What follows belongs to an exercise in optimizing a design on an open flow for small area, a short achievable clock period and few clock cycles per item; a production flow would make more cautious choices.
No functional check of the RTL was part of any run shown here.

==> flow/design.v (outline; a module is shown in full before it is edited, if it fits) <==
// module casub_flit_enc: 1912 lines
module casub_flit_enc (
    input  wire        clk,
    input  wire        rst,         
    input  wire        in_valid,
    output wire        in_ready,
    input  wire [63:0] in_data,
    output wire        out_valid,
    input  wire        out_ready,
    output wire [63:0] out_data,
    output wire        out_last
);
  // ...
==> flow/run.sh <==
#!/bin/bash
# synth_recipe.tcl (not shown) runs the flow's synth.tcl, then flattens the netlist and writes it again
# the make line also repeats each setting of config.mk as NAME=value (left out here)
make -C /OpenROAD-flow-scripts/flow DESIGN_CONFIG=/design/flow/config.mk WORK_HOME=/design/flow/orfs CLKGATE_MAP_FILE= SYNTH_SCRIPT=/design/flow/synth_recipe.tcl finish
==> flow/config.mk <==
export PLATFORM = sky130hd
export DESIGN_NAME = casub_flit_enc
export DESIGN_NICKNAME = casub_flit_enc
export VERILOG_FILES = /design/flow/design.v
export SDC_FILE = /design/flow/constraint.sdc
export NUM_CORES = 4
export LEC_CHECK = 0
export CAP_MARGIN = 20
export CORE_MARGIN = 2
export CORE_UTILIZATION = 40
export PLACE_DENSITY = 0.6
export SLEW_MARGIN = 20
==> flow/constraint.sdc <==
create_clock -name core_clock -period 10.0 [get_ports {clk}]
set_input_delay 2.0000 -clock core_clock [delete_from_list [all_inputs] [get_ports {clk}]]
set_output_delay 2.0000 -clock core_clock [all_outputs]
set_load 0.01 [all_outputs]
==> flow_metrics.py, run 1 <==
metrics = {
    "final_layout": {
        "final.fill_count": 7226,
        "layout_common_cells": "1052 x xnor2_1, 205 x xnor3_1, 202 x xor2_1, 200 x dfxtp_1, 175 x nor2_1",
        "clock_area_share_pct": 3.72,
        "final_cells": 4078,
        "layout-drive-gt1-share_pct": 14.0,
        "regArea_um2": 7910,
    },
    "worst_setup_path": {
        "r2r_start": "out_q[49]",
        "crit_chain": "buf_4 > clkinv_2 > nand2_1 > inv_2 > clkdlybuf4s50_1",
        "cp_max_fo": 67,
    },
    "clock_network": {
        "h-tree-depth": 2,
        "holdBufCountCts": 0,
        "cts.reportedPaths.clkPinSlew_ns": 0.06,
        "cts_tree": "built",
        "insertion_delay_ns": 0.60,
    },
    "run_status": {
        "status": "complete, no violations",
    },
    "logic_synthesis": {
        "ys_ff_latch": 331,
        "yosysMostFrequentCell": "xnor2_1",
        "netlist.area_leader.share_pct": 29.8,
        "synth_top_family_by_area": "XOR/XNOR gates",
    },
    "route": {
        "drt_iter0_markers": 2483,
        "drc_errors": 0,
    },
    "global_route": {
        "gr-usage-met3_pct": 7.26,
        "grtUsageTotal_pct": 34.1,
    },
    "sta": {
        "fin_crit_ns": 4.70,
        "slew_violations": 0,
    },
    "floorplan": {
        "die_w_um": 285,
        "fp-row-count": 102,
        "io_pins": 135,
    },
    "placement": {
        "io_buffer_count": 134,
    },
}
==> inputs of run 2 (changes only) <==
==> flow/flow/run.sh (new file) <==
#!/bin/bash
set -euo pipefail
bash standard.sh SETUP_SLACK_MARGIN=6 finish > flow_standard.log 2>&1
==> flow/standard.sh (new file) <==
#!/bin/bash
# synth_recipe.tcl (not shown) runs the flow's synth.tcl, then flattens the netlist and writes it again
# the make line also repeats each setting of config.mk as NAME=value (left out here)
make -C /OpenROAD-flow-scripts/flow DESIGN_CONFIG=/design/flow/config.mk WORK_HOME=/design/flow/orfs CLKGATE_MAP_FILE= SYNTH_SCRIPT=/design/flow/synth_recipe.tcl "${@:-finish}"
removed: flow/run.sh
==> flow_metrics.py, run 2 <==
metrics = {
    "final_layout": {
        "regArea_um2": 7920,
        "final.fill_count": 7167,
        "mostFrequentLayoutCell": "xnor2_1",
        "layout-drive-gt1-share_pct": 14.6,
        "multi_input_area_um2": 23800,
        "fin_nets": 3077,
        "area_growth_pct": 16.9,
        "diodes": 0,
        "final_util_pct": 47.4,
        "layout_common_cells": "1046 x xnor2_1, 204 x xnor3_1, 199 x dfxtp_1, 197 x xor2_1, 175 x nor2_1",
        "final_cells": 4078,
    },
    "worst_setup_path": {
        "worstSetupPathDepth": 9,
        "r2r_cells": 9,
        "cp.arrival_ns": 4.37,
        "rr_endpoint": "out_q[4]",
        "critPathMostFrequentCell": "xnor2_2",
        "crit_family": "XOR/XNOR gates",
        "r2r_slack_ns": 5.91,
        "cp-end-kind": "register",
        "crit_chain": "xnor2_2 > buf_4 > xnor2_2 > xnor2_2 > xnor2_1 > xnor3_1 > xnor2_1 > a21oi_1 > o21ai_0",
        "cp-endpoint": "out_q[4]",
        "cp-start-kind": "register",
        "critical_path_class": "reg2reg",
        "critPathLaunch": "out_q[53]",
        "worstPathRequired_ns": 10.28,
        "crit_path_max_incr_delay_ns": 0.73,
        "cp_max_fo": 7,
        "r2r_start": "out_q[53]",
        "path_buf_inv": 1,
        "cp_slowest_cell": "xnor2_2",
    },
    "sta": {
        "holdWs_ns": 0.497,
        "fin_crit_sh_pct": 40.9,
        "finalSetupViolCount": 0,
        "rsz0062_at_grt": "yes",
        "finClkSkew_ns": 0.0345,
        "tns_ns": 0,
        "fin_crit_ns": 4.09,
        "fmax_mhz": 244,
        "slew_violations": 0,
        "tightest_slew_ns": 1.20,
        "finalHoldViolations": 0,
        "max_slew_margin_pct": 19.1,
    },
    "global_route": {
        "antenna_found_initial": 2,
        "overflow": 0,
        "grt_max_degree": 110,
        "grt_pass1_vias": 22433,
        "grt_pass1_wl_um": 187000,
        "grtUsageTotal_pct": 33.2,
    },
    "logic_synthesis": {
        "ys_dominant_reg_cell": "dfxtp_1",
        "synthCells": 2794,
        "synth_edf_count": 128,
        "synthTopCellsByCount": "1071 x xnor2_1, 205 x xnor3_1, 203 x dfxtp_1",
        "yosys_warnings": 1,
        "syn_avg_cell_area_um2": 11.3,
        "ys_ff_latch": 331,
        "ys_seq_area_share_pct": 25.1,
        "netlist.area_leader.share_pct": 29.8,
        "mappedNetlistArea_um2": 31500,
        "yosys-top-cells-area": "xnor2_1 30%, xnor3_1 15%, dfxtp_1 13%, edfxtp_1 12%, xor2_1 5.6%",
        "synth_top_cell_by_area": "xnor2_1",
        "synthArstFlopShare_pct": 0,
        "syn_nets": 2865,
        "netlist-cell-type-count": 55,
        "yosysMostFrequentCell": "xnor2_1",
    },
    "placement": {
        "dpl.hpwl_um": 105000,
        "io_buffer_count": 134,
        "place_congestion": 1.05,
        "dp_cells": 3989,
    },
    "route": {
        "first_pass_iters": 7,
        "num_vias": 22411,
        "vias_per_cell": 5.50,
        "wl_per_cell_um": 33.5,
        "routed_wl_um": 137000,
        "drc_errors": 0,
        "ant_nets": 0,
        "drt_iter0_markers": 2139,
    },
    "floorplan": {
        "fp-row-count": 102,
        "die_w_um": 285,
        "io_pins": 135,
        "initial_core_util_pct": 40.5,
        "die_area_um2": 81000,
        "die_height_um": 285,
        "core-area_um2": 77700,
    },
    "hold_path": {
        "hold_path_class": "reg2reg",
    },
    "clock_network": {
        "cts_buffer_depth": 3,
        "holdBufCountCts": 0,
        "cts_root_buffer": "clkbuf_16",
        "cts_tree": "built",
        "cts.reportedPaths.clkPinSlew_ns": 0.06,
        "numCtsBuffers": 42,
        "h-tree-depth": 2,
        "insertion_delay_ns": 0.60,
        "clock-sinks": 331,
    },
    "run_status": {
        "status": "complete, no violations",
    },
    "job": {
        "drv_cap": 0,
    },
}
[run 2: cell counts after synthesis]
No cell type changed its count.
[run 2: cell families after synthesis]
logic type | count (synthesis) | synth area share [%]
AOI/OAI and AO/OA | 331 | 6.99
xor gates and xnor gates | 1635 | 59.4
adders and majority gates | 3 | 0.119
buffers and inverters | 100 | 1.23
DFF | 331 | 25.1
muxes | 69 | 2.28
and+or+nand+nor | 325 | 4.84
[run 2: cell type report]
class,instances,share of cell area (%)
clock buffer,56,3.25
clock inverter,20,0.615
inverter,7,0.0918
multi-input combinational,2363,64.5
sequential,331,21.5
tap,1040,3.53
timing repair buffer,260,6.46
timing repair inverter,1,0.0136
[run 2: what timing repair did]
action / CTS / global route
setup buffers: 2 / 7
gates resized for setup: 31 / 29
pin swaps: 0 / 2
hold endpoints to repair: 0 / 0
setup endpoints to repair: 38 / 32
gates cloned: 3 / 0
[run 2: how the worst min path moves through the flow]
stage          depth (start not counted)     start       end
3_3_place_gp                           2  rem1[21]  rem1[21]
5_1_grt                                2  rem0[27]  rem0[27]
3_5_place_dp                           2     out_l     out_l
4_1_cts                                2     out_l     out_l
6_report                               2  rem1[17]  rem1[17]
2_1_floorplan                          2   rem1[3]   rem1[3]
[run 2: through the flow]
| stage | setup WS, ns | cell area, µm² |
|---|---|---|
| finish | 5.91 | 36800 |
| CTS | 5.83 | 36500 |
| global route | 5.96 | 36800 |
| floorplan | 6.03 | 31500 |
| detailed placement | 5.20 | 34700 |
| global placement | 5.16 | 34700 |
[run 2: worst reg2reg max path: stages (launching register included)]
cell and delay, ns:
edfxtp_1 0.55, xnor2_2 0.21, buf_4 0.24, xnor2_2 0.74, xnor2_2 0.36, xnor2_1 0.60
xnor3_1 0.58, xnor2_1 0.17, a21oi_1 0.21, o21ai_0 0.11
[run 2: per-layer routing]
metal	GRT usage, %	vias up	wire length [µm]
met5	0	-	0
met4	11.2	0	5550
met3	7.10	226	11500
met2	53.4	1036	62400
met1	44.3	11293	57200
li1	-	9856	-
==> inputs of run 3 (changes only) <==
==> flow/flow/run.sh (replaced) <==
#!/bin/bash
set -euo pipefail
bash standard.sh SETUP_SLACK_MARGIN=6.8 finish > flow_standard.log 2>&1
==> flow_metrics.py, run 3 <==
metrics = {
    "run_status": {
        "status": "complete, no violations",
    },
    "final_layout": {
        "mostFrequentLayoutCell": "xnor2_1",
        "layout_common_cells": "789 x xnor2_1, 566 x buf_4, 222 x xnor2_2, 198 x dfxtp_1, 189 x buf_6",
        "final.fill_count": 5824,
        "area_growth_pct": 53.7,
        "fin_nets": 3757,
        "layout-drive-gt1-share_pct": 44.5,
        "final_cells": 4760,
    },
    "clock_network": {
        "cts_tree": "built",
        "cts_root_buffer": "clkbuf_16",
        "numCtsBuffers": 40,
        "cts.reportedPaths.clkPinSlew_ns": 0.06,
        "cts_buffer_depth": 3,
        "clock-sinks": 331,
        "insertion_delay_ns": 0.59,
        "h-tree-depth": 2,
    },
    "global_route": {
        "antenna_found_initial": 6,
        "grt_pass1_wl_um": 193000,
        "grtUsageTotal_pct": 33.6,
        "overflow": 0,
        "grt_max_degree": 111,
        "grt_pass1_vias": 25473,
    },
    "logic_synthesis": {
        "yosys.area_share.simple_pct": 4.84,
        "netlist.area_leader.share_pct": 29.8,
        "synth_top_cell_by_area": "xnor2_1",
        "yosysMostFrequentCell": "xnor2_1",
        "synthAdderAreaFrac_pct": 0.119,
        "yosys_warnings": 1,
        "netlist-cell-type-count": 55,
        "yosys-top-cells-area": "xnor2_1 30%, xnor3_1 15%, dfxtp_1 13%, edfxtp_1 12%, xor2_1 5.6%",
        "yosys.area_share.xor_xnor_pct": 59.4,
        "synthTopCellsByCount": "1071 x xnor2_1, 205 x xnor3_1, 203 x dfxtp_1",
        "synth_mux_area_share_pct": 2.28,
        "synthCells": 2794,
        "ys_dominant_reg_cell": "dfxtp_1",
        "syn_avg_cell_area_um2": 11.3,
        "synthArstFlopShare_pct": 0,
        "synth_edf_count": 128,
        "syn_nets": 2865,
        "ys_ff_latch": 331,
        "synth_top_family_by_area": "XOR/XNOR gates",
        "synth-compound-area-share_pct": 6.99,
        "mappedNetlistArea_um2": 31500,
        "ys_seq_area_share_pct": 25.1,
    },
    "sta": {
        "max_slew_margin_pct": 23.4,
        "fin_crit_ns": 3.43,
        "slew_violations": 0,
        "tns_ns": 0,
        "tightest_slew_ns": 1.15,
        "finClkSkew_ns": 0.0292,
        "fin_ws_ns": 6.57,
        "fin_crit_sh_pct": 34.3,
        "finalHoldViolations": 0,
        "rsz0062_at_grt": "yes",
        "fmax_mhz": 292,
        "finalSetupViolCount": 0,
    },
    "worst_setup_path": {
        "cp_max_fo": 4,
        "cp-start-kind": "register",
        "cp.arrival_ns": 3.89,
        "worstPathRequired_ns": 10.47,
        "cp-end-kind": "register",
        "r2r_slack_ns": 6.57,
        "critical_path_class": "reg2reg",
    },
    "floorplan": {
        "die_w_um": 285,
        "io_pins": 135,
        "fp-row-count": 102,
        "die_area_um2": 81000,
        "core-area_um2": 77700,
        "initial_core_util_pct": 40.5,
        "die_height_um": 285,
    },
    "route": {
        "num_vias": 26710,
        "first_pass_iters": 7,
        "wl_per_cell_um": 30.4,
        "ant_nets": 0,
        "routed_wl_um": 145000,
        "drc_errors": 0,
        "drt_iter0_markers": 2949,
        "vias_per_cell": 5.61,
    },
    "hold_path": {
        "hold_path_class": "reg2reg",
    },
    "placement": {
        "place_congestion": 1.08,
        "preCtsSetupSlack_ns": 5.27,
        "io_buffer_count": 134,
        "dpl.hpwl_um": 97900,
        "dp_cells": 3974,
    },
    "job": {
        "drv_cap": 0,
    },
}
==> run 3: cell counts after synthesis <==
No cell type changed its count.
==> run 3: cells by family after synthesis <==
logic type / after synthesis
AO/OA/AOI/OAI: 331
XOR/XNOR: 1635
adder cells (fa/ha/maj): 3
buffers and inverters: 100
flip-flops: 331
multiplexers: 69
AND/OR/NAND/NOR: 325
==> run 3: layout make-up <==
class	instances	area, µm²	share of cell area, %
clock buffer	56	1110	2.29
multi-input combinational	2363	28600	59.1
tap	1040	1300	2.69
sequential	331	7920	16.4
clock inverter	18	206	0.426
timing repair buffer	942	9210	19.0
antenna	2	5.00	0.0103
timing repair inverter	1	7.51	0.0155
inverter	7	36.3	0.0749
==> run 3: metrics by stage <==
| stage | util [%] | cell area (µm²) | hold slack (ns) |
|---|---|---|---|
| after floorplan | - | 31600 | 0.462 |
| after global routing | 62.3 | 48400 | 0.518 |
| after CTS | 55.8 | 43400 | 0.492 |
| final | 62.3 | 48400 | 0.489 |
| after global placement | 44.6 | 34600 | 0.474 |
| after detailed placement | 44.6 | 34700 | 0.482 |
==> run 3: path summary, 6_finish.rpt <==
path,from,end,depth (start not counted)
setup / recovery,out_q[48],crc[36],12
hold / removal,out_l,out_l,2
setup reg to reg,out_q[48],crc[36],12
hold reg to reg,out_l,out_l,2
==> run 3: critical path, stage by stage, from the launching register on <==
cell,delay [ns]
edfxtp_1,0.44
buf_4,0.19
xnor2_4,0.13
buf_12,0.15
xnor2_4,0.28
buf_4,0.17
buf_6,0.14
xnor3_1,0.39
xnor2_4,0.20
xnor3_4,0.43
xnor2_2,0.39
a21oi_1,0.11
or2_2,0.29
==> run 3: layer usage <==
metal / part of all wire, % / vias to the layer above / wire, µm / track usage [%]
li1: - / 11193 / - / -
met1: 37 / 13239 / 53900 / 42.9
met2: 44 / 1789 / 64300 / 52.8
met3: 11 / 485 / 16400 / 8.34
met4: 7.0 / 4 / 10200 / 16.8
met5: 0.018 / - / 26 / 0
==> run 3: repair_timing <==
item | CTS | global route
setup endpoints to repair | 339 | 186
hold endpoints to repair | 0 | 0
setup buffers | 412 | 294
gates resized for setup | 864 | 416
gates cloned | 3 | 1
hold buffers | 0 | 0
pin swaps | 178 | 242

port drivers added, routing unchanged:
How much do the figures lean on ideal ports? The routed layouts below were timed once more, with nothing changed but the port constraints. Step 1, drivers: a clkbuf_16 drives clk and a buf_2 each remaining input, both assumed. Step 2, shift: input delay + t, output delay - t, t = (earliest + latest rising clock arrival at the registers) / 2. This alone moves slack from input paths to output paths. a / b / c = ideal / step 1 / step 2; a / b = the first two.
run | t, ns | setup slack, ns | worst slew at a driven data input, ns
run 1 | 0.657 | 5.301 / 5.232 / 5.270 | 0.06
run 2 | 0.653 | 5.908 / 5.908 / 5.537 | 0.08
run 3 | 0.639 | 6.574 / 6.566 / 6.253 | 0.05
After both steps every run listed still meets setup and hold. The setup slack of run 2, which loses most, moves by 0.000 ns with the drivers and by -0.371 ns with both steps.
